Source: an optimization exercise on an open RTL-to-GDS flow (aim: small area). Production flows keep margins and buffers that such runs may drop.
Where RTL was checked, it was by simulation tests only, not by an equivalence proof against the original.
The RTL of run 9 was laid out without a check of its function.
Power figures rest on the tool's default switching activity, not on a simulated workload.

==> flow/design.v <==
`default_nettype none
module scl_pulse (
    input  wire        clk,
    input  wire        rst,               
    input  wire [16:0] cfg_const,         
    input  wire        cfg_test,          
    input  wire [15:0] cfg_tick_len,      
    input  wire        tick,              
    input  wire [47:0] e_uj,              
    output reg         pls,               
    output wire [31:0] backlog,           
    output reg         bklg_evt           
);
    localparam [29:0] KD = 30'd439453125;    
    reg  [7:0]  cnt;
    wire        ph_mul  = (cnt >= 8'd56)  && (cnt <= 8'd103);
    wire        ph_div  = (cnt >= 8'd104) && (cnt <= 8'd127);
    wire        ph_tot  = (cnt >= 8'd128) && (cnt <= 8'd182);   
    wire        ph_rot  = (cnt >= 8'd128) && (cnt <= 8'd235);   
    wire        lo_on   = (cnt <= 8'd159);            
    wire        rh_mul  = (cnt >= 8'd56)  && (cnt <= 8'd80);    
    wire        rh_ld   = (cnt >= 8'd128) && (cnt <= 8'd152);   
    wire        q_on    = (cnt <= 8'd151);            
    wire        n_on    = (cnt <= 8'd135);            
    wire        s_on    = (cnt >= 8'd160);            
    wire [2:0]  kb      = cnt[2:0];                   
    wire        idle    = (cnt == 8'd236);
    wire        w_go    = (cnt == 8'd215);            
    reg  [65:0] z;
    reg  [24:0] rh;           
    reg         rz;           
    reg  [31:0] t_lo;         
    reg  [22:0] t_hi;         
    reg         tz;           
    reg         tz_p;         
    reg         c1, b2;       
    reg         sat;          
    reg         sat_w;        
    wire [7:0]  n_max = cfg_test ? 8'd200 : 8'd4;
    wire        cin   = rh[0] & ~rz & rh_mul;
    wire [18:0] m_s   = {1'b0, z[65:48]} + (z[0] ? {2'b0, cfg_const} : 19'd0) + {1'b0, cin, 17'd0};
    wire [29:0] d_v   = z[65:36];
    wire [30:0] d_sub = {1'b0, d_v} - {1'b0, KD};
    wire        d_ge  = ~d_sub[30];
    wire [28:0] d_r   = d_ge ? d_sub[28:0] : d_v[28:0];
    wire        t_b   = (lo_on ? t_lo[cnt[4:0]] : t_hi[0]) & ~tz;
    wire        q_b   = z[0] & q_on;
    wire        s1    = t_b ^ q_b ^ c1;
    wire        c1_n  = (t_b & q_b) | (c1 & (t_b ^ q_b));
    wire        n_b   = n_on & n_max[kb];
    wire        y     = s1 ^ n_b ^ b2;
    wire        b2_n  = (~s1 & (n_b | b2)) | (n_b & b2);
    always @(posedge clk) begin
        if (tick) begin
            z[47:0]  <= e_uj;
            z[65]    <= 1'b0;
            if (rz)
                z[64:48] <= 17'd0;
        end else if (ph_mul)
            z <= {m_s[18:1], m_s[0], z[47:1]};
        else if (ph_div)
            z <= {d_r, z[35:0], d_ge};
        else if (ph_rot)
            z <= {z[0], z[65:42], (ph_tot && lo_on) ? y : z[41], z[40:1]};
        else begin
            z[47:0] <= z[48:1];
            z[65]   <= z[0];
        end
        if (rh_mul || rh_ld)
            rh <= {z[41], rh[24:1]};
        if (ph_tot && !lo_on)
            t_hi <= {y, t_hi[22:1]};
        if (ph_tot) begin
            c1 <= c1_n;
            b2 <= b2_n;
        end else begin
            c1 <= 1'b0;
            b2 <= 1'b0;
        end
        if (tick || rst)
            sat <= 1'b0;
        else if (ph_tot && s_on && s1)
            sat <= 1'b1;
        if (cnt == 8'd182)
            tz_p <= b2_n;
        if (w_go)
            t_lo <= z[51:20];                         
        if (rst) begin
            cnt   <= 8'd236;
            rz    <= 1'b1;
            tz    <= 1'b1;
            sat_w <= 1'b0;
        end else begin
            if (tick)
                cnt <= 8'd56;
            else if (!idle)
                cnt <= cnt + 8'd1;
            if (cnt == 8'd235)
                rz <= 1'b0;
            if (w_go) begin
                tz    <= tz_p;
                sat_w <= sat;
            end
        end
    end
    wire [7:0]  y_lo  = z[29:22];                    
    wire [4:0]  n_hi  = y_lo[7:3] + 5'b11001;
    wire [7:0]  n_new = !tz_p    ? n_max :
                        cfg_test ? {n_hi, y_lo[2:0]} : {6'd0, y_lo[1:0]};
    wire [4:0]  w_hi  = t_lo[7:3] + 5'b11001;
    wire [7:0]  win_n = !tz      ? n_max :
                        cfg_test ? {w_hi, t_lo[2:0]} : {6'd0, t_lo[1:0]};
    assign backlog = sat_w ? {24'hFFFFFF, ~n_max} : ({32{~tz}} & t_lo);
    reg  [7:0]  left;         
    reg  [16:0] dacc;
    reg  [14:0] wc;
    wire        start  = (left != 8'd0) && !dacc[16];
    wire [7:0]  n_w    = (cnt[7:1] == 7'd107) ? left : win_n;
    wire [8:0]  da_p   = dacc[7:0] + n_w + {7'd0, start};
    wire [16:0] da_h   = start ? {1'b1, ~cfg_tick_len} : {dacc[16:8], 8'd0};
    wire [16:0] da_n   = da_h + {8'd0, da_p};
    wire [7:0]  w_h    = (cfg_test && n_w > 8'd4) ? n_w : 8'd5;
    wire [14:0] wc_b   = start ? cfg_tick_len[15:1] : wc;
    wire [15:0] wc_n   = {1'b0, wc_b} - {8'd0, w_h};
    always @(posedge clk) begin
        wc <= wc_n[14:0];
        if (cnt == 8'd213) begin
            dacc  <= 17'h1FFFF;
        end else begin
            dacc  <= da_n;
        end
        if (rst) begin
            left     <= 8'd0;
            pls      <= 1'b0;
            bklg_evt <= 1'b0;
        end else begin
            if (cnt == 8'd213)
                left <= n_new;
            else if (start)
                left <= left - 8'd1;
            pls <= start | (pls & ~wc_n[15]);
            if (w_go)
                bklg_evt <= bklg_evt | sat;
        end
    end
endmodule
`default_nettype wire
==> flow/flow/run.sh <==
#!/bin/bash
# Own layout flow: the standard ORFS flow (standard.sh) with
#  - synthesis: the standard synthesis script, but ABC maps with an area
#    oriented script (flow/abc.script) and Yosys's full-adder extraction is
#    off; registers, their names and cell types are as in the standard one;
#  - every port still gets a buffer, of the smallest buffer cell;
#  - clock tree synthesis without dummy loads and with smaller buffers.
# Each make run writes its full output to a log file in the work folder.
set -euo pipefail
W=$(pwd)
F=$W/flow
cat > $W/own_synth.tcl <<EOT
proc abc {args} {
  set i [lsearch -exact \$args -script]
  if {\$i >= 0} { lset args [expr {\$i + 1}] $F/abc.script }
  yosys abc {*}\$args
}
source $W/synth_recipe.tcl
EOT
CTS="-sink_clustering_enable -repair_clock_nets -dont_use_dummy_load -buf_list sky130_fd_sc_hd__clkbuf_4 -sink_clustering_size 10 -sink_clustering_max_diameter 60"
bash standard.sh SYNTH_SCRIPT=$W/own_synth.tcl ADDER_MAP_FILE= \
  "BUFFER_PORTS_ARGS=-buffer_cell sky130_fd_sc_hd__buf_1" \
  "CTS_ARGS=$CTS" finish > $W/make_finish.log 2>&1
==> flow/flow/abc.script <==
strash
&get -n
&deepsyn -T 20
&put
dch -f
amap
topo
==> flow/standard.sh <==
#!/bin/bash
# synth_recipe.tcl (not shown) runs the flow's synth.tcl, then flattens the netlist and writes it again
# the make line also repeats each setting of config.mk as NAME=value (left out here)
make -C /OpenROAD-flow-scripts/flow DESIGN_CONFIG=/design/flow/config.mk WORK_HOME=/design/flow/orfs CLKGATE_MAP_FILE= SYNTH_SCRIPT=/design/flow/synth_recipe.tcl "${@:-finish}"
==> flow/config.mk <==
export PLATFORM = sky130hd
export DESIGN_NAME = scl_pulse
export DESIGN_NICKNAME = scl_pulse
export VERILOG_FILES = /design/flow/design.v
export SDC_FILE = /design/flow/constraint.sdc
export NUM_CORES = 4
export LEC_CHECK = 0
export CAP_MARGIN = 20
export CORE_MARGIN = 2
export CORE_UTILIZATION = 70
export SLEW_MARGIN = 20
==> flow/constraint.sdc <==
create_clock -name core_clock -period 20.0 [get_ports {clk}]
set_input_delay 4.0000 -clock core_clock [delete_from_list [all_inputs] [get_ports {clk}]]
set_output_delay 4.0000 -clock core_clock [all_outputs]
set_load 0.01 [all_outputs]
==> impl_metrics.toml, run 1 <==
[floorplan]
start_util = 0.718
core-area_mm2 = 0.0133
die_y_um = 121
die_w_um = 121
pin_count = 119
dieArea_mm2 = 0.0146
rows = 42

[clocking]
hold_buffers = 0
postCtsSetupRepairBufs = 0
cts_buffer_depth = 3
numCtsBuffers = 24
path_clk_slew_ps = 120
clock_sinks = 203
ctsRootBufferMaster = "clkbuf_4"
cts_tree = "yes"
htreeDepth = 1
worstSkewPairLatency_ps = 650
ctsResizeCount = 0

[pwr]
ir_worst_vdd_uv = 58.2
swShare = 0.361
power_switching_w = 0.000389
intPower_w = 0.000689
pwr-share-seq = 0.504
power_frac_clock = 0.171
p_leak_nw = 3.67
p_per_area_mw_per_mm2 = 103
combPwrFrac = 0.325

[setup_path]
reg2reg_from = "cnt[6]"
worstPathRequired_ps = 16000
end_kind = "output pin"
worstPathMaxFanout = 10
cp-start-kind = "input port"
startpoint = "cfg_test"
critical_path_class = "input port to output pin"
crit_arrival_ps = 5150

[grt]
first_global_vias = 8142
grt_pass1_wl_um = 39100
antenna_found_initial = 1
gr-total-overflow = 0
grtUsageTotal = 0.336
grt_max_degree = 46

[run_status]
status = "finished clean"

[sta]
slew_headroom = 0.262
skew_ps = 61.3
hold_violations = 0
fin_setup_tns_ps = 0
drv_slew = 0
rsz0062_at_grt = "false"
setup_violations = 0
fmax_ghz = 0.109
worst_pin_slew_ps = 1100
min_period_ps = 9150
post-route-period-util = 0.457

[synth]
yosysTopAreaCellShare = 0.308
synth.distinct_cells = 41
synth-edff-count = 98
synth-seq-area-share = 0.529
syn_area_mm2 = 0.00955
syn-num-nets = 1209
synth_largest_area_cell = "edfxtp_1"
ys_top_cells_by_count = "nor2_1, clkinv_1, o21ai_0, dfxtp_1, edfxtp_1"
avgSynthCellArea_um2 = 8.49
ys.flop_type = "dfxtp_1"
yosysMostFrequentCell = "nor2_1"
ys_ff_latch = 203
synthTopCellsByArea = "edfxtp_1, dfxtp_1, nor2_1"
async_flop_share = 0
syn-instance-count = 1124
yosysWarnings = 1

[detailed_routing]
dr.pass1.iters = 5
route.detailed.drc = 0
wl_per_cell_um = 16.7
ant_nets = 0
vias = 8960
drt-vias-per-instance = 6.18
drt_iter0_markers = 801
totalWireLength_um = 24300

[place]
hpwl_um = 17200
gp_congestion = 0.969
placed_area_mm2 = 0.0103
io_buffers = 118

[hold_path]
hold_start = "rh[18]"
hp-class = "flop to flop"

[cells_and_area]
design_area_mm2 = 0.0105
drive_gt1_frac = 0.0290
nets = 1361
syn2layout_area_growth_pct = 9.79

[run]
drv_cap = 0
[cell type report]
class | count | area (um^2)
antenna | 1 | 2.50
clock buffer | 24 | 180
fill | 941 | 2820
inverter | 143 | 537
multi-input combinational | 778 | 3990
sequential | 203 | 5040
tap | 176 | 220
timing repair buffer | 126 | 503
[metal layers]
layer | routed length [um] | share of wire | up-vias | GRT usage
li1 | - | - | 4341 | -
met1 | 9800 | 0.40 | 4087 | 0.444
met3 | 2140 | 0.088 | 76 | 0.0533
met4 | 805 | 0.033 | 0 | 0.125
met5 | 0 | 0 | - | 0
met2 | 11500 | 0.47 | 456 | 0.563
[worst paths after layout]
check | slack [ps] | end | cells past startpoint
max | 10850 | backlog[3] | 5
min reg2reg | 410 | rh[17] | 0
min | 410 | rh[17] | 0
max reg2reg | 13200 | dacc[16] | 38
[per-stage QoR]
step	cells	hold slack, ps	worst slack (ps)	utilization	power [W]
final	1451	406	10850	0.788	0.00108
after global routing	1451	432	10260	0.788	0.00115
after CTS	1450	429	10900	0.787	0.00107
after detailed placement	1426	405	10490	0.774	0.000893
after global placement	1426	402	10800	0.774	0.000868
after floorplan	1124	400	10680	-	0.000805
[cell families after synthesis]
group | synth area share
simple gates | 0.178
buf+inv | 0.0562
flops | 0.529
compound gates | 0.237
[critical path: stages]
cell	delay, ps
buf_1	350
clkinv_1	350
nand2_1	200
o21ai_0	110
buf_1	140
[power by group through the flow]
stage | clock (W) | sequential [W] | combinational (W)
final | 0.000185 | 0.000543 | 0.000350
after global routing | 0.000201 | 0.000549 | 0.000399
after CTS | 0.000187 | 0.000542 | 0.000344
after detailed placement | 0 | 0.000551 | 0.000342
after global placement | 0 | 0.000548 | 0.000320
after floorplan | 0 | 0.000539 | 0.000266
[cells in the final DEF (no fill, tap or decap), drive strengths merged, types with 12 or more instances in the layout]
| cell | count |
|---|---|
| nor2 | 234 |
| clkinv | 143 |
| buf | 126 |
| o21ai | 119 |
| dfxtp | 105 |
| edfxtp | 98 |
| a21oi | 94 |
| nand2 | 80 |
| o22ai | 53 |
| nor3 | 26 |
| clkbuf | 24 |
| o21a | 21 |
| a22oi | 16 |
| or2 | 12 |
[state kept, by name, summed over array words and instances, names as in the netlist, 8 cells and up]
register  flops
z            66
t_hi         23
dacc         17
cnt           8
t_lo         32
left          8
rh           25
wc           15
==> run 2: changes to the inputs <==
--- a/flow/config.mk
+++ b/flow/config.mk
@@ -7,5 +7,5 @@
 export LEC_CHECK = 0
 export CAP_MARGIN = 20
 export CORE_MARGIN = 2
-export CORE_UTILIZATION = 70
+export CORE_UTILIZATION = 50
 export SLEW_MARGIN = 20
==> run 2 against run 1 <==
Net effect: setup slack worse by 45 ps; critical path depth unchanged; synthesized cell count is the same; via count is 6.0% lower; register-to-register slack gained 330 ps; first-iteration DRC count decreased by 27%; count of clock-buffer cells in the layout up 1; final area grew 1.1%; power shrank 1.2%; clock skew fell by 11 ps; final cell count rose by 4.5%; combinational power down 4%; highest routed layer unchanged.
==> impl_metrics.toml, run 2 <==
[grt]
grt_pass1_wl_um = 38700
antenna_found_initial = 1
gr-total-overflow = 0
grt_max_degree = 47
first_global_vias = 7671
grtUsageTotal = 0.240

[place]
place_ws_ps = 10500
gp_congestion = 0.890
io_buffers = 118
hpwl_um = 17100

[synth]
syn-instance-count = 1124
synth-edff-count = 98
ys_top_cells_by_count = "nor2_1, clkinv_1, o21ai_0, dfxtp_1, edfxtp_1"
yosysTopAreaCellShare = 0.308
ys_ff_latch = 203
syn_area_mm2 = 0.00955
yosysMostFrequentCell = "nor2_1"
synthTopCellsByArea = "edfxtp_1, dfxtp_1, nor2_1"
syn-num-nets = 1209
yosysWarnings = 1
avgSynthCellArea_um2 = 8.49
ys.flop_type = "dfxtp_1"
synth_largest_area_cell = "edfxtp_1"
synth.distinct_cells = 41
async_flop_share = 0
synth-seq-area-share = 0.529

[pwr]
p_per_area_mw_per_mm2 = 101
p_leak_nw = 3.70
ir_worst_vdd_uv = 50.5

[clocking]
ctsResizeCount = 0
hold_buffers = 0
numCtsBuffers = 25
cts_tree = "yes"
path_clk_slew_ps = 90
clock_sinks = 203
worstSkewPairLatency_ps = 670
ctsRootBufferMaster = "clkbuf_4"
postCtsSetupRepairBufs = 0
htreeDepth = 1
cts_buffer_depth = 3

[cells_and_area]
largest_reg_flops = 66
layout_commonest_cell = "nor2_1"
multi_input_area_mm2 = 0.00398
drive_gt1_frac = 0.0351
reg_top3 = "z x66, t_lo x32, rh x25"
syn2layout_area_growth_pct = 11.0
fillers = 1794
nets = 1368
regMostFlops = "z"
seqCellArea_mm2 = 0.00504
final_cell_mix = "nor2_1, clkinv_1, o21ai_0, buf_1, dfxtp_1"

[sta]
fmax_ghz = 0.109
skew_ps = 50.4
drv_slew = 0
post-route-period-util = 0.460
fin_setup_tns_ps = 0
rsz0062_at_grt = "false"
slew_headroom = 0.390
hold_violations = 0
fin_ws_ps = 10810
setup_violations = 0
worst_pin_slew_ps = 912
min_period_ps = 9190

[hold_path]
holdPathEnd = "rh[23]"
hp-class = "flop to flop"
hold_start = "rh[24]"
holdPathStages = 0

[floorplan]
die_y_um = 142
pin_count = 119
core-area_mm2 = 0.0187
die_w_um = 142
dieArea_mm2 = 0.0202
start_util = 0.510
rows = 50

[setup_path]
reg2reg_depth = 36
regToRegSetupSlack_ps = 13530
worst_path_most_repeated_cell = "buf_1"
end_kind = "output pin"
cp_cell_sequence = "buf_1 > clkinv_1 > nand2_1 > o21ai_0 > buf_1"
path_buf_inv = 3
cp-start-kind = "input port"
max_stage_delay_ps = 390
worstPathMaxFanout = 10
reg2reg_from = "cnt[6]"
crit_slowest_cell = "clkinv_1"
crit_cells = 5
path_delay_family = "buffers and inverters"
worstPathRequired_ps = 16000
crit_arrival_ps = 5190
critical_path_class = "input port to output pin"
r2r-end = "dacc[16]"

[detailed_routing]
dr_wl_met2_um = 10600
vias = 8425
met1_length_um = 11600
drt-vias-per-instance = 5.56
wl_per_cell_um = 15.9
ant_nets = 0
totalWireLength_um = 24200
drt_iter0_markers = 584
route.detailed.drc = 0
dr.pass1.iters = 5
dr_wl_met3_um = 1560
top_layer = "met4"

[run]
drv_cap = 0

[run_status]
status = "finished clean"
[run 2: cells by family (layout without fill, tap and decap cells)]
kind of cell           count (synthesis)  in the layout  share of synthesized area
other                                  0              1                          0
flip-flops                           203            203                      0.529
buffers and inverters                143            300                     0.0562
AND/OR/NAND/NOR                      405            405                      0.178
AO/OA/AOI/OAI                        373            373                      0.237
[run 2: worst max-delay path by stage]
stage                            start          to  slack, ps
after floorplan                   tick       z[52]      10680
after global placement    cfg_const[1]       z[64]      10710
after detailed placement  cfg_const[1]       z[64]      10500
after CTS                     cfg_test  backlog[3]      10840
after global routing      cfg_const[0]       z[65]      10260
final                         cfg_test  backlog[3]      10810
[run 2: power by group]
part / switching (W) / internal, W / total (W)
logic: 0.000207 / 0.000130 / 0.000337
registers: 0.0000366 / 0.000504 / 0.000541
clock network: 0.000130 / 0.0000574 / 0.000187
[run 2: final cells by class]
| type | count | area share |
|---|---|---|
| Timing Repair Buffer | 132 | 0.0517 |
| Tap cell | 234 | 0.0276 |
| Clock buffer | 25 | 0.0177 |
| Sequential cell | 203 | 0.476 |
| Multi-Input combinational cell | 778 | 0.376 |
| Antenna cell | 1 | 0.000236 |
| Inverter | 143 | 0.0507 |
[run 2: metal layers]
| metal | GRT usage | up-vias |
|---|---|---|
| met5 | 0 | - |
| met4 | 0.0526 | 0 |
| met3 | 0.0387 | 34 |
| met2 | 0.385 | 232 |
| met1 | 0.344 | 3810 |
| li1 | - | 4349 |
[run 2: per-stage QoR]
stage | instances | instance area, um^2 | hold WS, ps | power [W] | utilization
after floorplan | 1124 | 9550 | 400 | 0.000805 | -
after global placement | 1490 | 10400 | 403 | 0.000879 | 0.556
after detailed placement | 1490 | 10400 | 405 | 0.000886 | 0.556
after CTS | 1515 | 10600 | 413 | 0.00107 | 0.566
after global routing | 1516 | 10600 | 416 | 0.00115 | 0.566
final | 1516 | 10600 | 415 | 0.00107 | 0.566
==> run 3: changes to the inputs <==
--- a/flow/config.mk
+++ b/flow/config.mk
@@ -5,7 +5,7 @@
 export SDC_FILE = /design/flow/constraint.sdc
 export NUM_CORES = 4
 export LEC_CHECK = 0
-export CAP_MARGIN = 20
+export CAP_MARGIN = 0
 export CORE_MARGIN = 2
 export CORE_UTILIZATION = 50
-export SLEW_MARGIN = 20
+export SLEW_MARGIN = 0
==> run 3 against run 2 <==
Net effect: still clean; hold slack is the same; sequential cell count is the same; count of clock-buffer cells in the layout is the same; sequential power is essentially flat; die area is the same; highest routed layer unchanged.
==> impl_metrics.toml, run 3 <==
[sta]
setup_violations = 0
worst_pin_slew_ps = 912
drv_slew = 0
post-route-period-util = 0.460
rsz0062_at_grt = "false"
min_period_ps = 9190
fmax_ghz = 0.109
fin_ws_ps = 10810
skew_ps = 50.4
fin_setup_tns_ps = 0
hold_violations = 0
slew_headroom = 0.390

[detailed_routing]
wl_per_cell_um = 15.9
ant_nets = 0
drt_iter0_markers = 584
drt-vias-per-instance = 5.56
vias = 8425
route.detailed.drc = 0
totalWireLength_um = 24200
dr.pass1.iters = 5

[synth]
syn_area_mm2 = 0.00955
synth-seq-area-share = 0.529
syn-instance-count = 1124
yosysWarnings = 1
avgSynthCellArea_um2 = 8.49
synthTopCellsByArea = "edfxtp_1, dfxtp_1, nor2_1"
ys_top_cells_by_count = "nor2_1, clkinv_1, o21ai_0, dfxtp_1, edfxtp_1"
ys.flop_type = "dfxtp_1"
synth_largest_area_cell = "edfxtp_1"
yosysMostFrequentCell = "nor2_1"
synth-edff-count = 98
ys_ff_latch = 203
yosysTopAreaCellShare = 0.308
syn-num-nets = 1209
synth.distinct_cells = 41
async_flop_share = 0

[clocking]
numCtsBuffers = 25
ctsRootBufferMaster = "clkbuf_4"
htreeDepth = 1
clock_sinks = 203
path_clk_slew_ps = 90
postCtsSetupRepairBufs = 0
cts_buffer_depth = 3
cts_tree = "yes"
worstSkewPairLatency_ps = 670
ctsResizeCount = 0
hold_buffers = 0

[cells_and_area]
fillers = 1794
multi_input_area_mm2 = 0.00398
nets = 1368
layout_commonest_cell = "nor2_1"
drive_gt1_frac = 0.0351
largest_reg_flops = 66
reg_top3 = "z x66, t_lo x32, rh x25"
final_cell_mix = "nor2_1, clkinv_1, o21ai_0, buf_1, dfxtp_1"
seqCellArea_mm2 = 0.00504
regMostFlops = "z"
utilization = 0.566
syn2layout_area_growth_pct = 11.0

[setup_path]
worstPathRequired_ps = 16000
reg2reg_depth = 36
r2r-end = "dacc[16]"
end_kind = "output pin"
regToRegSetupSlack_ps = 13530
cp-start-kind = "input port"
reg2reg_from = "cnt[6]"
startpoint = "cfg_test"
critical_path_class = "input port to output pin"
crit_arrival_ps = 5190
worstPathMaxFanout = 10

[pwr]
ir_worst_vdd_uv = 50.5
p_per_area_mw_per_mm2 = 101
finalPower_w = 0.00107
p_leak_nw = 3.70

[floorplan]
die_w_um = 142
pin_count = 119
dieArea_mm2 = 0.0202
die_y_um = 142
rows = 50
start_util = 0.510
core-area_mm2 = 0.0187

[grt]
gr-total-overflow = 0
grt_pass1_wl_um = 38700
grtUsageTotal = 0.240
grt_max_degree = 47
first_global_vias = 7671
antenna_found_initial = 1

[run]
drv_cap = 0

[place]
hpwl_um = 17100
io_buffers = 118
place_ws_ps = 10500
gp_congestion = 0.890

[hold_path]
holdPathStages = 0
holdPathEnd = "rh[23]"
hold_start = "rh[24]"
hp-class = "flop to flop"

[run_status]
status = "finished clean"
run 3: cell counts after synthesis:
Identical to the previous run, type by type.
run 3: cell type report:
class / count / share of cell area
Sequential cell: 203 / 0.476
Multi-Input combinational cell: 778 / 0.376
Timing Repair Buffer: 132 / 0.0517
Inverter: 143 / 0.0507
Tap cell: 234 / 0.0276
Clock buffer: 25 / 0.0177
Antenna cell: 1 / 0.000236
run 3: kinds of logic (layout without fill, tap and decap cells):
group | after synthesis | in the layout | share of synthesized area
AO/OA/AOI/OAI | 373 | 373 | 0.237
flip-flops | 203 | 203 | 0.529
buffers and inverters | 143 | 300 | 0.0562
other | 0 | 1 | 0
AND/OR/NAND/NOR | 405 | 405 | 0.178
run 3: worst max path at each step:
stage / slack (ps) / end / cells past startpoint
after global placement: 10710 / z[64] / 38
after detailed placement: 10500 / z[64] / 38
after global routing: 10260 / z[65] / 41
after floorplan: 10680 / z[52] / 10
final: 10810 / backlog[3] / 5
after CTS: 10840 / backlog[3] / 5
run 3: critical path, cell delays in order:
cell	delay, ps
buf_1	370
clkinv_1	390
nand2_1	190
o21ai_0	100
buf_1	140
run 3: report_power, final:
group	leakage (nW)	internal (W)	switching [W]	total, W
clock network	0.115	0.0000574	0.000130	0.000187
registers	1.80	0.000504	0.0000366	0.000541
logic	1.79	0.000130	0.000207	0.000337
run 3: through the flow:
step                      instances  instance area, um^2  hold WS (ps)
after floorplan                1124                 9550           400
after global placement         1490                10400           403
after detailed placement       1490                10400           405
after CTS                      1515                10600           413
after global routing           1516                10600           416
final                          1516                10600           415
run 3: layer usage:
layer | share of wire | vias to the layer above | global-route usage
met5 | 0 | - | 0
met4 | 0.015 | 0 | 0.0526
met3 | 0.065 | 34 | 0.0387
met2 | 0.44 | 232 | 0.385
met1 | 0.48 | 3810 | 0.344
li1 | - | 4349 | -
==> run 4: changes to the inputs <==
--- a/flow/flow/run.sh
+++ b/flow/flow/run.sh
@@ -17,7 +17,7 @@
 }
 source $W/synth_recipe.tcl
 EOT
-CTS="-sink_clustering_enable -repair_clock_nets -dont_use_dummy_load -buf_list sky130_fd_sc_hd__clkbuf_4 -sink_clustering_size 10 -sink_clustering_max_diameter 60"
+CTS="-sink_clustering_enable -repair_clock_nets -dont_use_dummy_load -buf_list sky130_fd_sc_hd__clkbuf_4 -sink_clustering_size 9 -sink_clustering_max_diameter 50"
 bash standard.sh SYNTH_SCRIPT=$W/own_synth.tcl ADDER_MAP_FILE= \
   "BUFFER_PORTS_ARGS=-buffer_cell sky130_fd_sc_hd__buf_1" \
   "CTS_ARGS=$CTS" finish > $W/make_finish.log 2>&1
--- a/flow/config.mk
+++ b/flow/config.mk
@@ -5,7 +5,7 @@
 export SDC_FILE = /design/flow/constraint.sdc
 export NUM_CORES = 4
 export LEC_CHECK = 0
-export CAP_MARGIN = 0
+export CAP_MARGIN = 20
 export CORE_MARGIN = 2
 export CORE_UTILIZATION = 50
-export SLEW_MARGIN = 0
+export SLEW_MARGIN = 20
==> run 4 against run 3 <==
Net effect: sequential share of layout area down 0.13 points; highest routed layer unchanged; register-to-register slack better by 20 ps; core utilization up 0.16 points; die area unchanged; final area up 0.28%; combinational power about the same; critical path depth down 1; clock skew up 15 ps; sequential power about the same; wire length up 0.52%; critical endpoint is now backlog[2]; clock power up 6%.
==> impl_metrics.toml, run 4 <==
[run_status]
status = "finished clean"

[sta]
drv_slew = 0
fmax_ghz = 0.109
fin_ws_ps = 10790
skew_ps = 65.4
setup_violations = 0
min_period_ps = 9210
slew_headroom = 0.391
rsz0062_at_grt = "false"
post-route-period-util = 0.460
hold_violations = 0
worst_pin_slew_ps = 910
fin_setup_tns_ps = 0

[grt]
grt_pass1_wl_um = 39000
gr-total-overflow = 0
antenna_found_initial = 1
grt_max_degree = 47
grtUsageTotal = 0.241
first_global_vias = 7698

[synth]
async_flop_share = 0
synth_largest_area_cell = "edfxtp_1"
ys.flop_type = "dfxtp_1"
synth-edff-count = 98
ys_top_cells_by_count = "nor2_1, clkinv_1, o21ai_0, dfxtp_1, edfxtp_1"
synth.distinct_cells = 41
ys_ff_latch = 203
synthTopCellsByArea = "edfxtp_1, dfxtp_1, nor2_1"
yosysTopAreaCellShare = 0.308
yosysMostFrequentCell = "nor2_1"
synth-seq-area-share = 0.529
syn-num-nets = 1209
yosysWarnings = 1
syn_area_mm2 = 0.00955
avgSynthCellArea_um2 = 8.49
syn-instance-count = 1124

[place]
dp_cells = 1490
gp_congestion = 0.890
hpwl_um = 17100
place_ws_ps = 10500
io_buffers = 118

[detailed_routing]
vias = 8534
totalWireLength_um = 24300
route.detailed.drc = 0
drt-vias-per-instance = 5.61
dr.pass1.iters = 5
drt_iter0_markers = 524
wl_per_cell_um = 16.0
ant_nets = 0

[clocking]
numCtsBuffers = 29
clock_sinks = 203
path_clk_slew_ps = 90
hold_buffers = 0
htreeDepth = 1
postCtsSetupRepairBufs = 0
cts_buffer_depth = 3
cts_tree = "yes"
ctsRootBufferMaster = "clkbuf_4"
worstSkewPairLatency_ps = 660
ctsResizeCount = 0

[pwr]
ir_worst_vdd_uv = 49.2
pwr-share-seq = 0.502
combPwrFrac = 0.313
power_switching_w = 0.000376
swShare = 0.349
power_frac_clock = 0.185
p_per_area_mw_per_mm2 = 101
p_leak_nw = 3.72
intPower_w = 0.000700

[cells_and_area]
drive_gt1_frac = 0.0381
nets = 1372
fillers = 1798
final_cell_mix = "nor2_1, clkinv_1, o21ai_0, buf_1, dfxtp_1"
largest_reg_flops = 66
layout_commonest_cell = "nor2_1"
final_cells = 1520
regMostFlops = "z"
reg_top3 = "z x66, t_lo x32, rh x25"
utilization = 0.568
syn2layout_area_growth_pct = 11.3

[run]
drv_cap = 0

[setup_path]
max_stage_delay_ps = 400
cp_cell_sequence = "buf_1 > clkinv_1 > o22ai_1 > buf_1"
crit_arrival_ps = 5210
crit_slowest_cell = "clkinv_1"
worstPathRequired_ps = 16000
worst_path_most_repeated_cell = "buf_1"
critical_path_class = "input port to output pin"
r2r-end = "dacc[16]"
path_delay_family = "buffers and inverters"
worstPathMaxFanout = 10
reg2reg_depth = 36
cp-start-kind = "input port"
end_kind = "output pin"
reg2reg_from = "cnt[6]"
path_buf_inv = 3
regToRegSetupSlack_ps = 13550

[floorplan]
die_y_um = 142
dieArea_mm2 = 0.0202
rows = 50
pin_count = 119
die_w_um = 142
start_util = 0.510
core-area_mm2 = 0.0187

[hold_path]
holdPathEnd = "rh[11]"
hp-class = "flop to flop"
hold_start = "rh[12]"
holdPathStages = 0
[run 4: per-layer routing]
metal  up-vias  part of all wire  track usage  routed length (um)
met4         0             0.018       0.0574                 437
met1      3864              0.47        0.346               11500
met3        36             0.064       0.0380                1550
li1       4364                 -            -                   -
met5         -                 0            0                   0
met2       270              0.45        0.386               10800
[run 4: power by group through the flow]
| stage | sequential, W | clock, W | combinational [W] |
|---|---|---|---|
| finish | 0.000541 | 0.000199 | 0.000337 |
| global route | 0.000547 | 0.000221 | 0.000393 |
| CTS | 0.000540 | 0.000208 | 0.000338 |
| detailed placement | 0.000549 | 0 | 0.000337 |
| global placement | 0.000549 | 0 | 0.000330 |
| floorplan | 0.000539 | 0 | 0.000266 |
[run 4: worst reg2reg max path: cells and delay by family, from the launching register on]
| family | cells | cell delay, ps |
|---|---|---|
| buffers and inverters | 2 | 520 |
| DFF | 1 | 460 |
| AOI/OAI and AO/OA | 9 | 1280 |
| and+or+nand+nor | 25 | 4090 |
[run 4: layout make-up]
type | count | area [um^2] | area share
timing repair buffer | 132 | 548 | 0.0516
sequential | 203 | 5040 | 0.475
tap | 234 | 293 | 0.0276
antenna | 1 | 2.50 | 0.000236
clock buffer | 29 | 218 | 0.0205
multi-input combinational | 778 | 3980 | 0.375
inverter | 143 | 537 | 0.0505
[run 4: worst max path at each step]
stage	from	end	slack [ps]	depth (start not counted)
after CTS	cfg_test	backlog[3]	10840	5
after detailed placement	cfg_const[1]	z[64]	10500	38
after global routing	cfg_const[0]	z[65]	10220	41
final	cfg_test	backlog[2]	10790	4
after global placement	cfg_const[1]	z[64]	10710	38
after floorplan	tick	z[52]	10680	10
[run 4: per-stage QoR]
stage	hold slack [ps]	cell area [um^2]	power, W
4_1_cts	417	10600	0.00109
3_3_place_gp	403	10400	0.000879
5_1_grt	418	10600	0.00116
6_report	415	10600	0.00108
3_5_place_dp	405	10400	0.000886
2_1_floorplan	400	9550	0.000805
[run 4: cell families after synthesis]
kind of cell | Yosys count | share of synthesized area
buffers and inverters | 143 | 0.0562
flip-flops | 203 | 0.529
AND/OR/NAND/NOR | 405 | 0.178
AO/OA/AOI/OAI | 373 | 0.237
==> run 5: changes to the inputs <==
==> flow/flow/abc.script (replaced) <==
strash
&get -n
&deepsyn -T 20
&put
dch -f
amap -F 2 -A 20
topo
==> run 5 against run 4 <==
Net effect: highest routed layer unchanged; critical path type unchanged; core utilization is 0.43 points lower; critical endpoint is now backlog[7]; combinational power is 12% higher; non-clock buffer count is 1 lower; area after synthesis is 1.0% lower; first-iteration DRC count is 2.1% lower; sequential cell count stayed put; power is 4.0% higher; clock power is 4% lower; setup slack worse by 140 ps; die area is 1.0% lower; register-to-register slack worse by 220 ps.
==> impl_metrics.toml, run 5 <==
[setup_path]
startpoint = "cfg_test"
reg2reg_depth = 42
crit_arrival_ps = 5350
end_kind = "output pin"
worstPathRequired_ps = 16000
worstPathMaxFanout = 11
regToRegSetupSlack_ps = 13330
critPathCapture = "backlog[7]"
cp-start-kind = "input port"
r2r-end = "pls"
reg2reg_from = "cnt[6]"
critical_path_class = "input port to output pin"

[floorplan]
dieArea_mm2 = 0.0200
start_util = 0.507
die_y_um = 141
rows = 50
die_w_um = 141
core-area_mm2 = 0.0186
pin_count = 119

[synth]
ys_top_cells_by_count = "nor2_1, clkinv_1, o21ai_0, a21oi_1, dfxtp_1"
syn_area_mm2 = 0.00945
yosys-mux-area-fraction = 0
synth-seq-area-share = 0.534
synth_compound_area_frac = 0.256
synth-xor-area-share = 0.000927
yosysMostFrequentCell = "nor2_1"
synthAdderAreaFrac = 0
synth_largest_area_cell = "edfxtp_1"
synth_top_family_by_area = "compound AO/OA/AOI/OAI gates"
synth.distinct_cells = 41
synth-edff-count = 98
ys_ff_latch = 203
yosysTopAreaCellShare = 0.311
yosysWarnings = 1
ys.flop_type = "dfxtp_1"
syn-instance-count = 1095
syn-num-nets = 1180
synthTopCellsByArea = "edfxtp_1, dfxtp_1, nor2_1"
avgSynthCellArea_um2 = 8.63
synth-simple-area-share = 0.156
async_flop_share = 0

[sta]
rsz0062_at_grt = "false"
setup_violations = 0
worst_pin_slew_ps = 1030
fin_ws_ps = 10650
hold_violations = 0
fmax_ghz = 0.107
fin_setup_tns_ps = 0
drv_slew = 0
slew_headroom = 0.310
min_period_ps = 9350
post-route-period-util = 0.467
skew_ps = 41.1

[clocking]
clock_sinks = 203
ctsRootBufferMaster = "clkbuf_4"
path_clk_slew_ps = 90
numCtsBuffers = 27
cts_tree = "yes"
hold_buffers = 0
htreeDepth = 1
ctsResizeCount = 0
cts_buffer_depth = 3
worstSkewPairLatency_ps = 650
postCtsSetupRepairBufs = 0

[cells_and_area]
utilization = 0.564
final_cell_mix = "nor2_1, clkinv_1, o21ai_0, buf_1, a21oi_1"
syn2layout_area_growth_pct = 11.2
layout_commonest_cell = "nor2_1"
largest_reg_flops = 66
drive_gt1_frac = 0.0367
nets = 1340
regMostFlops = "z"
reg_top3 = "z x66, t_lo x32, rh x25"

[pwr]
power_switching_w = 0.000405
p_per_area_mw_per_mm2 = 106
power_frac_clock = 0.172
pwr-share-seq = 0.490
swShare = 0.362
finalPower_w = 0.00112
ir_worst_vdd_uv = 45.9
intPower_w = 0.000714
combPwrFrac = 0.338
p_leak_nw = 3.64

[place]
hpwl_um = 17200
place_ws_ps = 10370
gp_congestion = 0.851
io_buffers = 118

[detailed_routing]
drt_iter0_markers = 513
ant_nets = 0
wl_per_cell_um = 16.3
vias = 8386
drt-vias-per-instance = 5.63
dr.pass1.iters = 6
route.detailed.drc = 0
totalWireLength_um = 24300

[hold_path]
hp-class = "flop to flop"
hold_start = "t_hi[15]"

[grt]
grt_pass1_wl_um = 39400
first_global_vias = 7690
gr-total-overflow = 0
antenna_found_initial = 1
grtUsageTotal = 0.244
grt_max_degree = 44

[run_status]
status = "finished clean"

[run]
drv_cap = 0
[run 5: cell count changes after synthesis, moves of 6 or more]
cell	change
nor2_1	-21
a311o_1	+6
clkinv_1	-9
nand2_1	-16
o21a_1	-11
o22ai_1	+14
a21oi_1	+21
o32ai_1	-7
a21o_1	+6
[run 5: layout make-up]
| cell class | instances | area (um^2) |
|---|---|---|
| Antenna cell | 2 | 5.00 |
| Fill cell | 1779 | 8130 |
| Tap cell | 234 | 293 |
| Clock buffer | 27 | 203 |
| Inverter | 134 | 503 |
| Multi-Input combinational cell | 758 | 3920 |
| Timing Repair Buffer | 131 | 541 |
| Sequential cell | 203 | 5040 |
[run 5: worst min-delay path by stage]
stage | end | slack (ps) | cells past startpoint
2_1_floorplan | rh[0] | 400 | 0
4_1_cts | rh[13] | 420 | 0
3_3_place_gp | t_hi[13] | 400 | 0
5_1_grt | t_hi[4] | 420 | 0
6_report | t_hi[14] | 420 | 0
3_5_place_dp | rh[20] | 400 | 0
[run 5: kinds of logic (layout without fill, tap and decap cells)]
kind of cell | after synthesis | after routing
AO/OA/AOI/OAI | 403 | 403
XOR/XNOR | 1 | 1
flip-flops | 203 | 203
other | 0 | 2
AND/OR/NAND/NOR | 354 | 354
buffers and inverters | 134 | 292
[run 5: worst max-delay path: stages]
cell	delay, ps
buf_1	420
clkinv_1	370
nand2_1	220
o21ai_0	160
buf_1	170
[run 5: per-stage QoR]
stage	std cells	hold slack, ps	area (um^2)
finish	1489	421	10500
global route	1489	422	10500
CTS	1487	422	10500
detailed placement	1460	405	10300
global placement	1460	400	10300
floorplan	1095	400	9450
[run 5: routing by layer]
metal,global-route usage,up-vias,wire [um]
met5,0,-,0
li1,-,4297,-
met2,0.399,239,11100
met3,0.0341,45,1320
met4,0.0695,0,601
met1,0.341,3805,11300
[run 5: power groups by stage]
| stage | Combinational, W | Sequential, W | Clock, W |
|---|---|---|---|
| after detailed placement | 0.000380 | 0.000557 | 0 |
| after CTS | 0.000381 | 0.000548 | 0.000201 |
| after global routing | 0.000444 | 0.000556 | 0.000216 |
| final | 0.000378 | 0.000548 | 0.000192 |
| after floorplan | 0.000300 | 0.000545 | 0 |
| after global placement | 0.000370 | 0.000556 | 0 |
==> run 6: changes to the inputs <==
--- a/flow/config.mk
+++ b/flow/config.mk
@@ -8,4 +8,6 @@
 export CAP_MARGIN = 20
 export CORE_MARGIN = 2
 export CORE_UTILIZATION = 50
+export GPL_ROUTABILITY_DRIVEN = 0
+export GPL_TIMING_DRIVEN = 0
 export SLEW_MARGIN = 20
==> run 6 against run 5 <==
Net effect: combinational power about the same; sequential cell count unchanged; setup slack worse by 140 ps; hold slack worse by 26 ps; power up 0.51%; critical path depth up 35; sequential power about the same; fmax down 1.5%; still clean; largest power group unchanged; die area unchanged; sequential share of layout area down 0.14 points; non-clock buffer count down 6; highest routed layer unchanged; area after synthesis unchanged.
==> impl_metrics.toml, run 6 <==
[run_status]
status = "finished clean"

[hold_path]
hp-class = "flop to flop"

[sta]
setup_violations = 0
min_period_ps = 9490
worst_pin_slew_ps = 1010
fmax_ghz = 0.105
rsz0062_at_grt = "false"
skew_ps = 34.3
hold_slack_ps = 395
slew_headroom = 0.327
fin_setup_tns_ps = 0
drv_slew = 0
hold_violations = 0
post-route-period-util = 0.475

[synth]
avgSynthCellArea_um2 = 8.63
synth-seq-area-share = 0.534
syn-instance-count = 1095
syn_area_mm2 = 0.00945
yosysMostFrequentCell = "nor2_1"
synthTopCellsByArea = "edfxtp_1, dfxtp_1, nor2_1"
synth_largest_area_cell = "edfxtp_1"
ys_ff_latch = 203
synth.distinct_cells = 41
ys.flop_type = "dfxtp_1"
async_flop_share = 0
synth-edff-count = 98
yosysTopAreaCellShare = 0.311
yosysWarnings = 1
ys_top_cells_by_count = "nor2_1, clkinv_1, o21ai_0, a21oi_1, dfxtp_1"
syn-num-nets = 1180

[grt]
grt_pass1_wl_um = 39200
gr-total-overflow = 0
grtUsageTotal = 0.242
first_global_vias = 7822
antenna_found_initial = 1
grt_max_degree = 49

[cells_and_area]
largest_reg_flops = 66
syn2layout_area_growth_pct = 11.6
regMostFlops = "z"
final_cell_mix = "nor2_1, clkinv_1, o21ai_0, buf_1, a21oi_1"
layout_commonest_cell = "nor2_1"
reg_top3 = "z x66, t_lo x32, rh x25"
nets = 1335
drive_gt1_frac = 0.0361
design_area_mm2 = 0.0105
fillers = 1762

[setup_path]
cp-start-kind = "input port"
critical_path_class = "input port to flop"
max_stage_delay_ps = 490
crit_arrival_ps = 9860
worstPathMaxFanout = 3
worst_path_most_repeated_cell = "nor2_1"
crit_slowest_cell = "nor4_1"
end_kind = "flop"
worstPathRequired_ps = 20370

[floorplan]
dieArea_mm2 = 0.0200
die_w_um = 141
pin_count = 119
die_y_um = 141
rows = 50
start_util = 0.507
core-area_mm2 = 0.0186

[pwr]
ir_worst_vdd_uv = 56.8
p_leak_nw = 3.64
p_per_area_mw_per_mm2 = 107

[clocking]
hold_buffers = 0
cts_buffer_depth = 3
postCtsSetupRepairBufs = 0
ctsResizeCount = 0
clock_sinks = 203
ctsRootBufferMaster = "clkbuf_4"
worstSkewPairLatency_ps = 660
cts_tree = "yes"
htreeDepth = 1
numCtsBuffers = 28
path_clk_slew_ps = 100

[detailed_routing]
route.detailed.drc = 0
drt-vias-per-instance = 5.69
ant_nets = 0
totalWireLength_um = 24200
drt_iter0_markers = 461
wl_per_cell_um = 16.3
dr.pass1.iters = 5
vias = 8440

[place]
hpwl_um = 17200
placed_area_mm2 = 0.0103
io_buffers = 118

[run]
drv_cap = 0
run 6: cell counts after synthesis:
Identical to the previous run, type by type.
run 6: area by class of cell:
cell class	instances	area, um^2	area share
diodes	1	2.50	0.000237
flip-flops and latches	203	5040	0.479
repair buffers	125	536	0.0508
well taps	234	293	0.0278
clock buffers	28	210	0.0199
inverters	134	507	0.0481
multi-input cells	758	3950	0.375
run 6: through the flow:
step / power (W) / utilization / cells / setup WS, ps
2_1_floorplan: 0.000845 / - / 1095 / 11100
5_1_grt: 0.00122 / 0.565 / 1483 / 9580
3_3_place_gp: 0.000921 / 0.546 / 1447 / 7750
3_5_place_dp: 0.000935 / 0.554 / 1454 / 10020
6_report: 0.00112 / 0.565 / 1483 / 10510
4_1_cts: 0.00113 / 0.565 / 1482 / 10660
run 6: kinds of logic (layout without fill, tap and decap cells):
| family | count (synthesis) | in the layout | synth area share |
|---|---|---|---|
| buffers and inverters | 134 | 287 | 0.0532 |
| other | 0 | 1 | 0 |
| AND/OR/NAND/NOR | 354 | 354 | 0.156 |
| flip-flops | 203 | 203 | 0.534 |
| XOR/XNOR | 1 | 1 | 0.000927 |
| AO/OA/AOI/OAI | 403 | 403 | 0.256 |
run 6: final timing paths:
kind / from / end / slack, ps / depth (start not counted)
max: cfg_const[0] / z[64] / 10510 / 40
min: t_hi[1] / t_hi[0] / 390 / 0
max reg2reg: cnt[6] / pls / 13290 / 42
min reg2reg: t_hi[1] / t_hi[0] / 390 / 0
run 6: worst max-delay path, delay by kind of cell:
family                 cells  cell delay [ps]
and+or+nand+nor           22             2970
AOI/OAI and AO/OA         17             2790
buffers and inverters      1              110
run 6: per-layer routing:
layer | routed length (um) | GRT usage
met1 | 11200 | 0.336
met2 | 11000 | 0.399
met3 | 1310 | 0.0331
met4 | 654 | 0.0732
met5 | 0 | 0
run 6: where the power goes:
| group | leakage, nW | switching [W] | total [W] | internal [W] |
|---|---|---|---|---|
| Sequential | 1.80 | 0.0000405 | 0.000548 | 0.000507 |
| Combinational | 1.71 | 0.000236 | 0.000379 | 0.000143 |
| Clock | 0.129 | 0.000134 | 0.000198 | 0.0000641 |
| Total | 3.64 | 0.000410 | 0.00112 | 0.000715 |
==> run 7: changes to the inputs <==
--- a/flow/design.v
+++ b/flow/design.v
@@ -13,18 +13,18 @@
 );
     localparam [29:0] KD = 30'd439453125;    
     reg  [7:0]  cnt;
-    wire        ph_mul  = (cnt >= 8'd56)  && (cnt <= 8'd103);
-    wire        ph_div  = (cnt >= 8'd104) && (cnt <= 8'd127);
-    wire        ph_tot  = (cnt >= 8'd128) && (cnt <= 8'd182);   
-    wire        ph_rot  = (cnt >= 8'd128) && (cnt <= 8'd235);   
+    wire        idle    = (cnt[7:2] == 6'd59);        
+    wire        ph_mul  = (cnt < 8'd104);             
+    wire        ph_div  = !cnt[7] && (cnt >= 8'd104);      
+    wire        ph_tot  = cnt[7] && (cnt <= 8'd182);  
+    wire        ph_rot  = cnt[7] && !idle;            
     wire        lo_on   = (cnt <= 8'd159);            
-    wire        rh_mul  = (cnt >= 8'd56)  && (cnt <= 8'd80);    
-    wire        rh_ld   = (cnt >= 8'd128) && (cnt <= 8'd152);   
+    wire        rh_mul  = (cnt <= 8'd80);             
+    wire        rh_ld   = cnt[7] && (cnt <= 8'd152);  
     wire        q_on    = (cnt <= 8'd151);            
     wire        n_on    = (cnt <= 8'd135);            
     wire        s_on    = (cnt >= 8'd160);            
     wire [2:0]  kb      = cnt[2:0];                   
-    wire        idle    = (cnt == 8'd236);
     wire        w_go    = (cnt == 8'd215);            
     reg  [65:0] z;
     reg  [24:0] rh;           
--- a/flow/config.mk
+++ b/flow/config.mk
@@ -8,6 +8,4 @@
 export CAP_MARGIN = 20
 export CORE_MARGIN = 2
 export CORE_UTILIZATION = 50
-export GPL_ROUTABILITY_DRIVEN = 0
-export GPL_TIMING_DRIVEN = 0
 export SLEW_MARGIN = 20
==> run 7 against run 6 <==
Net effect: sequential cell count unchanged; fmax grew 2.0%; power down 9.4%; count of clock-buffer cells in the layout down 1; register-to-register slack got worse by 780 ps; via count up 1.2%; first-iteration DRC count is 21% higher; wire length up 3.4%; combinational power fell by 24%; hold slack better by 30 ps; sequential power shrank 3%.
==> impl_metrics.toml, run 7 <==
[floorplan]
rows = 50
die_y_um = 141
start_util = 0.507
pin_count = 119
dieArea_mm2 = 0.0200
die_w_um = 141
core-area_mm2 = 0.0186

[clocking]
clock_sinks = 203
postCtsSetupRepairBufs = 0
worstSkewPairLatency_ps = 660
numCtsBuffers = 27
ctsResizeCount = 0
hold_buffers = 0
cts_buffer_depth = 3
path_clk_slew_ps = 90
cts_tree = "yes"
ctsRootBufferMaster = "clkbuf_4"
htreeDepth = 1

[detailed_routing]
totalWireLength_um = 25000
ant_nets = 0
wl_per_cell_um = 16.7
route.detailed.drc = 0
drt-vias-per-instance = 5.71
drt_iter0_markers = 560
vias = 8541
dr.pass1.iters = 5

[setup_path]
cp-start-kind = "input port"
critical_path_class = "input port to output pin"
crit_arrival_ps = 5310
worstPathRequired_ps = 16000
end_kind = "output pin"
worstPathMaxFanout = 11
regToRegSetupSlack_ps = 12510

[grt]
gr-total-overflow = 0
antenna_found_initial = 1
grt_pass1_wl_um = 40100
first_global_vias = 7875
grtUsageTotal = 0.248
grt_max_degree = 49

[place]
hpwl_um = 17200
gp_congestion = 0.854
place_ws_ps = 10480
placed_area_mm2 = 0.0103
io_buffers = 118

[cells_and_area]
nets = 1348
regMostFlops = "z"
syn2layout_area_growth_pct = 11.0
reg_top3 = "z x66, t_lo x32, rh x25"
final_cell_mix = "nor2_1, o21ai_0, clkinv_1"
design_area_mm2 = 0.0105
largest_reg_flops = 66
drive_gt1_frac = 0.0349
utilization = 0.563
layout_commonest_cell = "nor2_1"

[pwr]
p_per_area_mw_per_mm2 = 97.3
power_switching_w = 0.000345
ir_worst_vdd_uv = 46.0
combPwrFrac = 0.284
power_frac_clock = 0.192
p_leak_nw = 3.69
swShare = 0.339
pwr-share-seq = 0.525
intPower_w = 0.000673

[synth]
synthTopCellsByArea = "edfxtp_1, dfxtp_1, nor2_1"
synth-edff-count = 98
ys_top_cells_by_count = "nor2_1, o21ai_0, clkinv_1, dfxtp_1, nand2_1"
synth.distinct_cells = 39
ys.flop_type = "dfxtp_1"
syn-num-nets = 1191
yosysMostFrequentCell = "nor2_1"
ys_ff_latch = 203
synth_largest_area_cell = "edfxtp_1"
syn_area_mm2 = 0.00943
async_flop_share = 0
synth-seq-area-share = 0.535
yosysWarnings = 1
syn-instance-count = 1106
yosysTopAreaCellShare = 0.312
avgSynthCellArea_um2 = 8.52

[sta]
rsz0062_at_grt = "false"
slew_headroom = 0.312
drv_slew = 0
post-route-period-util = 0.465
skew_ps = 31.0
hold_violations = 0
worst_pin_slew_ps = 1030
fmax_ghz = 0.107
fin_ws_ps = 10690
setup_violations = 0
fin_setup_tns_ps = 0
min_period_ps = 9310

[run]
drv_cap = 0

[run_status]
status = "finished clean"

[hold_path]
hp-class = "flop to flop"
==> run 7: path summary, 6_finish.rpt <==
| check | from | end | cells after the start |
|---|---|---|---|
| worst max-delay path | cfg_test | backlog[6] | 5 |
| worst min register to register | rh[14] | rh[13] | 0 |
| worst max register to register | cnt[7] | dacc[16] | 37 |
| worst min-delay path | rh[14] | rh[13] | 0 |
==> run 7: stage by stage <==
step                      hold slack (ps)  power, W  instances
after global routing                  435   0.00109       1496
after global placement                402  0.000824       1468
after CTS                             427   0.00102       1495
after detailed placement              405  0.000829       1468
after floorplan                       400  0.000760       1106
final                                 425   0.00102       1496
==> run 7: cells by family after synthesis <==
logic type / synth area share
buffers and inverters: 0.0482
flip-flops: 0.535
AO/OA/AOI/OAI: 0.246
AND/OR/NAND/NOR: 0.170
==> run 7: critical path, stage by stage <==
cell and delay, ps:
buf_1 450, clkinv_1 410, nand2_1 200, o21ai_0 100, buf_1 140
==> run 7: power groups by stage <==
stage | sequential (W) | clock (W) | combinational, W
after floorplan | 0.000532 | 0 | 0.000228
after global placement | 0.000542 | 0 | 0.000282
after detailed placement | 0.000543 | 0 | 0.000287
after CTS | 0.000534 | 0.000202 | 0.000288
after global routing | 0.000541 | 0.000216 | 0.000337
final | 0.000534 | 0.000195 | 0.000289
==> run 7: cell type report <==
class                   instances  area (um^2)
clock buffers                  27          203
well taps                     234          293
repair buffers                128          518
inverters                     121          454
fillers                      1839         8120
flip-flops and latches        203         5040
multi-input cells             782         3950
diodes                          1         2.50
==> run 7: metal layers <==
| metal | part of all wire | track usage |
|---|---|---|
| met1 | 0.47 | 0.347 |
| met2 | 0.45 | 0.404 |
| met3 | 0.054 | 0.0354 |
| met4 | 0.026 | 0.0721 |
| met5 | 0 | 0 |
==> run 8: changes to the inputs <==
--- a/flow/design.v
+++ b/flow/design.v
@@ -18,12 +18,12 @@
     wire        ph_div  = !cnt[7] && (cnt >= 8'd104);      
     wire        ph_tot  = cnt[7] && (cnt <= 8'd182);  
     wire        ph_rot  = cnt[7] && !idle;            
-    wire        lo_on   = (cnt <= 8'd159);            
+    wire        lo_on   = !cnt[5];                    
     wire        rh_mul  = (cnt <= 8'd80);             
     wire        rh_ld   = cnt[7] && (cnt <= 8'd152);  
-    wire        q_on    = (cnt <= 8'd151);            
-    wire        n_on    = (cnt <= 8'd135);            
-    wire        s_on    = (cnt >= 8'd160);            
+    wire        q_on    = !cnt[5] && !(cnt[4] && cnt[3]);   
+    wire        n_on    = (cnt[5:3] == 3'd0);         
+    wire        s_on    = cnt[5];                     
     wire [2:0]  kb      = cnt[2:0];                   
     wire        w_go    = (cnt == 8'd215);            
     reg  [65:0] z;
==> run 8 against run 7 <==
Net effect: highest routed layer unchanged; sequential share of layout area grew 0.15 points; wire length down 3.5%; fmax grew 3.6%; sequential power hardly changed.
==> impl_metrics.toml, run 8 <==
[clocking]
clock_sinks = 203
hold_buffers = 0
ctsRootBufferMaster = "clkbuf_4"
postCtsSetupRepairBufs = 0
cts_tree = "yes"
path_clk_slew_ps = 100
numCtsBuffers = 28
cts_buffer_depth = 3
ctsResizeCount = 0
worstSkewPairLatency_ps = 680
htreeDepth = 1

[cells_and_area]
final_cell_mix = "nor2_1, o21ai_0, clkinv_1"
largest_reg_flops = 66
utilization = 0.561
seqCellArea_mm2 = 0.00504
drive_gt1_frac = 0.0334
layout_commonest_cell = "nor2_1"
final_cells = 1493
reg_top3 = "z x66, t_lo x32, rh x25"
fillers = 1808
syn2layout_area_growth_pct = 11.1
regMostFlops = "z"
nets = 1344
multi_input_area_mm2 = 0.00390

[synth]
yosysMostFrequentCell = "nor2_1"
synth-simple-area-share = 0.164
synth_largest_area_cell = "edfxtp_1"
syn-instance-count = 1102
async_flop_share = 0
yosysTopAreaCellShare = 0.313
synthAdderAreaFrac = 0
yosys-mux-area-fraction = 0
ys_top_cells_by_count = "nor2_1, o21ai_0, clkinv_1, dfxtp_1, a21oi_1"
yosysWarnings = 1
syn_area_mm2 = 0.00939
avgSynthCellArea_um2 = 8.52
synth-xor-area-share = 0.000932
synthTopCellsByArea = "edfxtp_1, dfxtp_1, nor2_1"
ys.flop_type = "dfxtp_1"
synth_top_family_by_area = "compound AO/OA/AOI/OAI gates"
syn-num-nets = 1187
ys_ff_latch = 203
synth-edff-count = 98
synth_compound_area_frac = 0.248
synth.distinct_cells = 37
synth-seq-area-share = 0.537

[detailed_routing]
drt-vias-per-instance = 5.62
totalWireLength_um = 24100
top_layer = "met4"
dr.pass1.iters = 5
wl_per_cell_um = 16.1
dr_wl_met3_um = 1490
drt_iter0_markers = 460
route.detailed.drc = 0
vias = 8392
dr_wl_met2_um = 10900
met1_length_um = 11300
ant_nets = 0

[setup_path]
worstPathRequired_ps = 16000
cp-start-kind = "input port"
regToRegSetupSlack_ps = 13770
worstPathMaxFanout = 11
reg2reg_depth = 33
reg2reg_from = "cnt[7]"
end_kind = "output pin"
critical_path_class = "input port to output pin"
max_stage_delay_ps = 350
crit_arrival_ps = 4980
path_delay_family = "buffers and inverters"
path_buf_inv = 3
crit_slowest_cell = "clkinv_1"
cp_cell_sequence = "buf_1 > clkinv_1 > nand2_1 > o21ai_0 > buf_1"
worst_path_most_repeated_cell = "buf_1"
r2r-end = "dacc[16]"

[grt]
grt_pass1_wl_um = 38600
grt_max_degree = 48
first_global_vias = 7748
grtUsageTotal = 0.239
gr-total-overflow = 0
antenna_found_initial = 1

[sta]
fin_setup_tns_ps = 0
hold_slack_ps = 405
min_period_ps = 8980
fmax_ghz = 0.111
rsz0062_at_grt = "false"
skew_ps = 57.7
setup_violations = 0
drv_slew = 0
slew_headroom = 0.358
worst_pin_slew_ps = 961
hold_violations = 0
post-route-period-util = 0.449

[run]
drv_cap = 0

[floorplan]
core-area_mm2 = 0.0186
start_util = 0.506
die_w_um = 141
rows = 50
dieArea_mm2 = 0.0199
pin_count = 119
die_y_um = 141

[place]
hpwl_um = 16800
gp_congestion = 0.879
dp_cells = 1463
io_buffers = 118

[pwr]
p_leak_nw = 3.62
p_per_area_mw_per_mm2 = 95.1
ir_worst_vdd_uv = 44.7
finalPower_w = 0.000992

[hold_path]
hp-class = "flop to flop"
holdPathStages = 0
holdPathEnd = "rh[16]"
hold_start = "rh[17]"

[run_status]
status = "finished clean"
-- run 8: changes by cell type in the layout (fill, tap and decap cells not counted), sizes merged, moves of 4 or more --
cell / before / now
a21oi: 95 / 100
o21ai: 125 / 133
nand2: 103 / 95
o221ai: 6 / 12
a22oi: 13 / 8
o22ai: 77 / 81
o211ai: 4 / 12
nor2: 234 / 221
nor4: 6 / 11
a311o: 8 / 0
-- run 8: worst max path at each step --
| stage | start | end | slack [ps] | cells after the start |
|---|---|---|---|---|
| floorplan | cfg_const[0] | z[64] | 11470 | 40 |
| global placement | cfg_const[0] | z[64] | 10850 | 41 |
| detailed placement | cfg_const[0] | z[64] | 10730 | 41 |
| CTS | cfg_test | backlog[7] | 11020 | 5 |
| global route | cfg_const[0] | z[64] | 10550 | 41 |
| finish | cfg_test | backlog[6] | 11020 | 5 |
-- run 8: area by class of cell --
type,count,share of cell area
repair buffers,127,0.0489
inverters,124,0.0446
diodes,2,0.000480
multi-input cells,775,0.374
flip-flops and latches,203,0.484
well taps,234,0.0281
clock buffers,28,0.0201
-- run 8: stage by stage --
| stage | cell area (um^2) | setup slack [ps] |
|---|---|---|
| global placement | 10200 | 10850 |
| global route | 10400 | 10550 |
| floorplan | 9390 | 11470 |
| detailed placement | 10200 | 10730 |
| CTS | 10400 | 11020 |
| finish | 10400 | 11020 |
-- run 8: power by group --
part	total (W)	switching [W]	internal, W
registers	0.000533	0.0000338	0.000499
logic	0.000263	0.000163	0.000100
clock network	0.000196	0.000132	0.0000640
-- run 8: kinds of logic after synthesis --
kind of cell	count (synthesis)
compound gates	397
xor+xnor	1
flops	203
buf+inv	124
simple gates	377
-- run 8: metal layers --
metal / global-route usage / vias to the layer above
li1: - / 4303
met5: 0 / -
met3: 0.0329 / 35
met4: 0.0579 / 0
met2: 0.388 / 250
met1: 0.340 / 3804
==> run 9: changes to the inputs <==
--- a/flow/design.v
+++ b/flow/design.v
@@ -29,10 +29,9 @@
     reg  [65:0] z;
     reg  [24:0] rh;           
     reg         rz;           
-    reg  [31:0] t_lo;         
+    reg  [31:0] t_lo_n;       
     reg  [22:0] t_hi;         
     reg         tz;           
-    reg         tz_p;         
     reg         c1, b2;       
     reg         sat;          
     reg         sat_w;        
@@ -43,7 +42,7 @@
     wire [30:0] d_sub = {1'b0, d_v} - {1'b0, KD};
     wire        d_ge  = ~d_sub[30];
     wire [28:0] d_r   = d_ge ? d_sub[28:0] : d_v[28:0];
-    wire        t_b   = (lo_on ? t_lo[cnt[4:0]] : t_hi[0]) & ~tz;
+    wire        t_b   = (lo_on ? ~t_lo_n[cnt[4:0]] : t_hi[0]) & ~tz;
     wire        q_b   = z[0] & q_on;
     wire        s1    = t_b ^ q_b ^ c1;
     wire        c1_n  = (t_b & q_b) | (c1 & (t_b ^ q_b));
@@ -51,7 +50,7 @@
     wire        y     = s1 ^ n_b ^ b2;
     wire        b2_n  = (~s1 & (n_b | b2)) | (n_b & b2);
     always @(posedge clk) begin
-        if (tick) begin
+        if (idle) begin
             z[47:0]  <= e_uj;
             z[65]    <= 1'b0;
             if (rz)
@@ -60,12 +59,8 @@
             z <= {m_s[18:1], m_s[0], z[47:1]};
         else if (ph_div)
             z <= {d_r, z[35:0], d_ge};
-        else if (ph_rot)
-            z <= {z[0], z[65:42], (ph_tot && lo_on) ? y : z[41], z[40:1]};
-        else begin
-            z[47:0] <= z[48:1];
-            z[65]   <= z[0];
-        end
+        else
+            z <= {z[0], z[65:42], (ph_tot && lo_on) ? ~y : z[41], z[40:1]};
         if (rh_mul || rh_ld)
             rh <= {z[41], rh[24:1]};
         if (ph_tot && !lo_on)
@@ -73,7 +68,7 @@
         if (ph_tot) begin
             c1 <= c1_n;
             b2 <= b2_n;
-        end else begin
+        end else if (!cnt[7]) begin
             c1 <= 1'b0;
             b2 <= 1'b0;
         end
@@ -81,10 +76,8 @@
             sat <= 1'b0;
         else if (ph_tot && s_on && s1)
             sat <= 1'b1;
-        if (cnt == 8'd182)
-            tz_p <= b2_n;
         if (w_go)
-            t_lo <= z[51:20];                         
+            t_lo_n <= z[51:20];                       
         if (rst) begin
             cnt   <= 8'd236;
             rz    <= 1'b1;
@@ -98,19 +91,20 @@
             if (cnt == 8'd235)
                 rz <= 1'b0;
             if (w_go) begin
-                tz    <= tz_p;
+                tz    <= b2;
                 sat_w <= sat;
             end
         end
     end
-    wire [7:0]  y_lo  = z[29:22];                    
+    wire [7:0]  y_lo  = ~z[29:22];                   
     wire [4:0]  n_hi  = y_lo[7:3] + 5'b11001;
-    wire [7:0]  n_new = !tz_p    ? n_max :
+    wire [7:0]  n_new = !b2      ? n_max :
                         cfg_test ? {n_hi, y_lo[2:0]} : {6'd0, y_lo[1:0]};
-    wire [4:0]  w_hi  = t_lo[7:3] + 5'b11001;
+    wire [7:0]  t_l8  = ~t_lo_n[7:0];
+    wire [4:0]  w_hi  = t_l8[7:3] + 5'b11001;
     wire [7:0]  win_n = !tz      ? n_max :
-                        cfg_test ? {w_hi, t_lo[2:0]} : {6'd0, t_lo[1:0]};
-    assign backlog = sat_w ? {24'hFFFFFF, ~n_max} : ({32{~tz}} & t_lo);
+                        cfg_test ? {w_hi, t_l8[2:0]} : {6'd0, t_l8[1:0]};
+    assign backlog = sat_w ? {24'hFFFFFF, ~n_max} : ~({32{tz}} | t_lo_n);
     reg  [7:0]  left;         
     reg  [16:0] dacc;
     reg  [14:0] wc;
==> run 9 against run 8 <==
Net effect: sequential cell count fell by 1; area after synthesis fell by 1.0%; synthesized cell count fell by 2.4%; largest cell class unchanged; clock power barely moved; first-iteration DRC count rose by 20%; wire length fell by 1.1%; combinational power rose by 91%; critical endpoint is now z[64].
==> impl_metrics.toml, run 9 <==
[synth]
ys_top_cells_by_count = "nor2_1, o21ai_0, clkinv_1, dfxtp_1, a21oi_1"
synthAdderAreaFrac = 0
synth-seq-area-share = 0.541
synth_compound_area_frac = 0.244
avgSynthCellArea_um2 = 8.64
ys.flop_type = "dfxtp_1"
synth_top_family_by_area = "compound AO/OA/AOI/OAI gates"
synth.distinct_cells = 42
ys_ff_latch = 202
syn-instance-count = 1076
async_flop_share = 0
synth-simple-area-share = 0.166
synth-edff-count = 99
syn-num-nets = 1161
synth-xor-area-share = 0.00188
synth_largest_area_cell = "edfxtp_1"
syn_area_mm2 = 0.00930
yosysTopAreaCellShare = 0.320
yosysMostFrequentCell = "nor2_1"
yosysWarnings = 1
synthTopCellsByArea = "edfxtp_1, dfxtp_1, nor2_1"
yosys-mux-area-fraction = 0

[cells_and_area]
nets = 1322
reg_top3 = "z x66, t_lo_n x32, rh x25"
largest_reg_flops = 66
syn2layout_area_growth_pct = 11.5
regMostFlops = "z"
layout_commonest_cell = "nor2_1"
fillers = 1721
drive_gt1_frac = 0.0381
final_cell_mix = "nor2_1, o21ai_0, buf_1"

[sta]
worst_pin_slew_ps = 1060
skew_ps = 48.4
drv_slew = 0
hold_violations = 0
rsz0062_at_grt = "false"
setup_violations = 0
fmax_ghz = 0.109
slew_headroom = 0.289
min_period_ps = 9140
post-route-period-util = 0.457
fin_setup_tns_ps = 0

[setup_path]
crit_cells = 40
max_stage_delay_ps = 260
path_delay_family = "compound AO/OA/AOI/OAI gates"
path_buf_inv = 3
cp-start-kind = "input port"
worst_path_most_repeated_cell = "nor2_1"
critical_path_class = "input port to flop"
crit_arrival_ps = 9550
end_kind = "flop"
crit_slowest_cell = "o21ai_0"
reg2reg_from = "tz"
worstPathMaxFanout = 3
startpoint = "cfg_const[0]"
worstPathRequired_ps = 20400
reg2reg_depth = 36

[detailed_routing]
vias = 8291
drt_iter0_markers = 551
drt-vias-per-instance = 5.66
ant_nets = 0
dr.pass1.iters = 5
totalWireLength_um = 23900
wl_per_cell_um = 16.3
route.detailed.drc = 0

[floorplan]
pin_count = 119
die_y_um = 140
die_w_um = 140
start_util = 0.514
dieArea_mm2 = 0.0197
rows = 49
core-area_mm2 = 0.0181

[grt]
antenna_found_initial = 1
gr-total-overflow = 0
grt_max_degree = 43
first_global_vias = 7868
grt_pass1_wl_um = 38600
grtUsageTotal = 0.242

[run_status]
status = "finished clean"

[clocking]
hold_buffers = 0
numCtsBuffers = 29
worstSkewPairLatency_ps = 680
postCtsSetupRepairBufs = 0
cts_buffer_depth = 3
ctsRootBufferMaster = "clkbuf_4"
htreeDepth = 1
clock_sinks = 202
path_clk_slew_ps = 100
cts_tree = "yes"
ctsResizeCount = 0

[hold_path]
holdPathStages = 0
hold_start = "t_hi[8]"
hp-class = "flop to flop"

[pwr]
p_leak_nw = 3.67
finalPower_w = 0.00132
ir_worst_vdd_uv = 69.2
p_per_area_mw_per_mm2 = 127

[run]
drv_cap = 0

[place]
io_buffers = 118
gp_congestion = 0.859
hpwl_um = 16800
-- run 9: logic make-up after synthesis --
| kind of cell | Yosys count |
|---|---|
| flip-flops | 202 |
| buffers and inverters | 117 |
| AO/OA/AOI/OAI | 382 |
| XOR/XNOR | 2 |
| AND/OR/NAND/NOR | 373 |
-- run 9: stage by stage --
stage / setup WS [ps] / hold slack, ps / utilization / std cells / cell area (um^2)
after floorplan: 11090 / 400 / - / 1076 / 9300
after global placement: 10550 / 402 / 0.561 / 1435 / 10100
after detailed placement: 10260 / 405 / 0.561 / 1435 / 10100
after CTS: 11000 / 421 / 0.573 / 1464 / 10400
after global routing: 10100 / 430 / 0.573 / 1465 / 10400
final: 10860 / 418 / 0.573 / 1465 / 10400
-- run 9: layer usage --
layer / global-route usage / vias to the layer above / share of wire / wire (um)
li1: - / 4230 / - / -
met1: 0.335 / 3813 / 0.46 / 11100
met4: 0.0638 / 0 / 0.015 / 360
met5: 0 / - / 0 / 0
met3: 0.0386 / 26 / 0.058 / 1370
met2: 0.397 / 222 / 0.46 / 11000
-- run 9: layout make-up --
cell class,count,area (um^2),share of cell area
repair buffers,130,533,0.0514
diodes,1,2.50,0.000241
well taps,229,287,0.0276
inverters,117,439,0.0424
clock buffers,29,218,0.0210
flip-flops and latches,202,5030,0.486
multi-input cells,757,3850,0.372
-- run 9: worst paths after layout --
path	end	slack (ps)
worst max-delay path	z[64]	10860
worst max register to register	dacc[16]	12940
worst min register to register	t_hi[7]	420
worst min-delay path	t_hi[7]	420
-- run 9: report_power, final --
group          switching (W)  leakage (nW)  internal [W]
clock               0.000131         0.133     0.0000662
combinational       0.000313          1.73      0.000190
sequential         0.0000707          1.81      0.000545
total               0.000515          3.67      0.000801

Setup slack of run 9, layout unchanged: 10.858 ns with ideal ports, 10.878 ns with driving cells assumed (clock clkbuf_16, inputs buf_2), 10.190 ns with port delays also shifted by the 0.688 ns mid clock arrival.
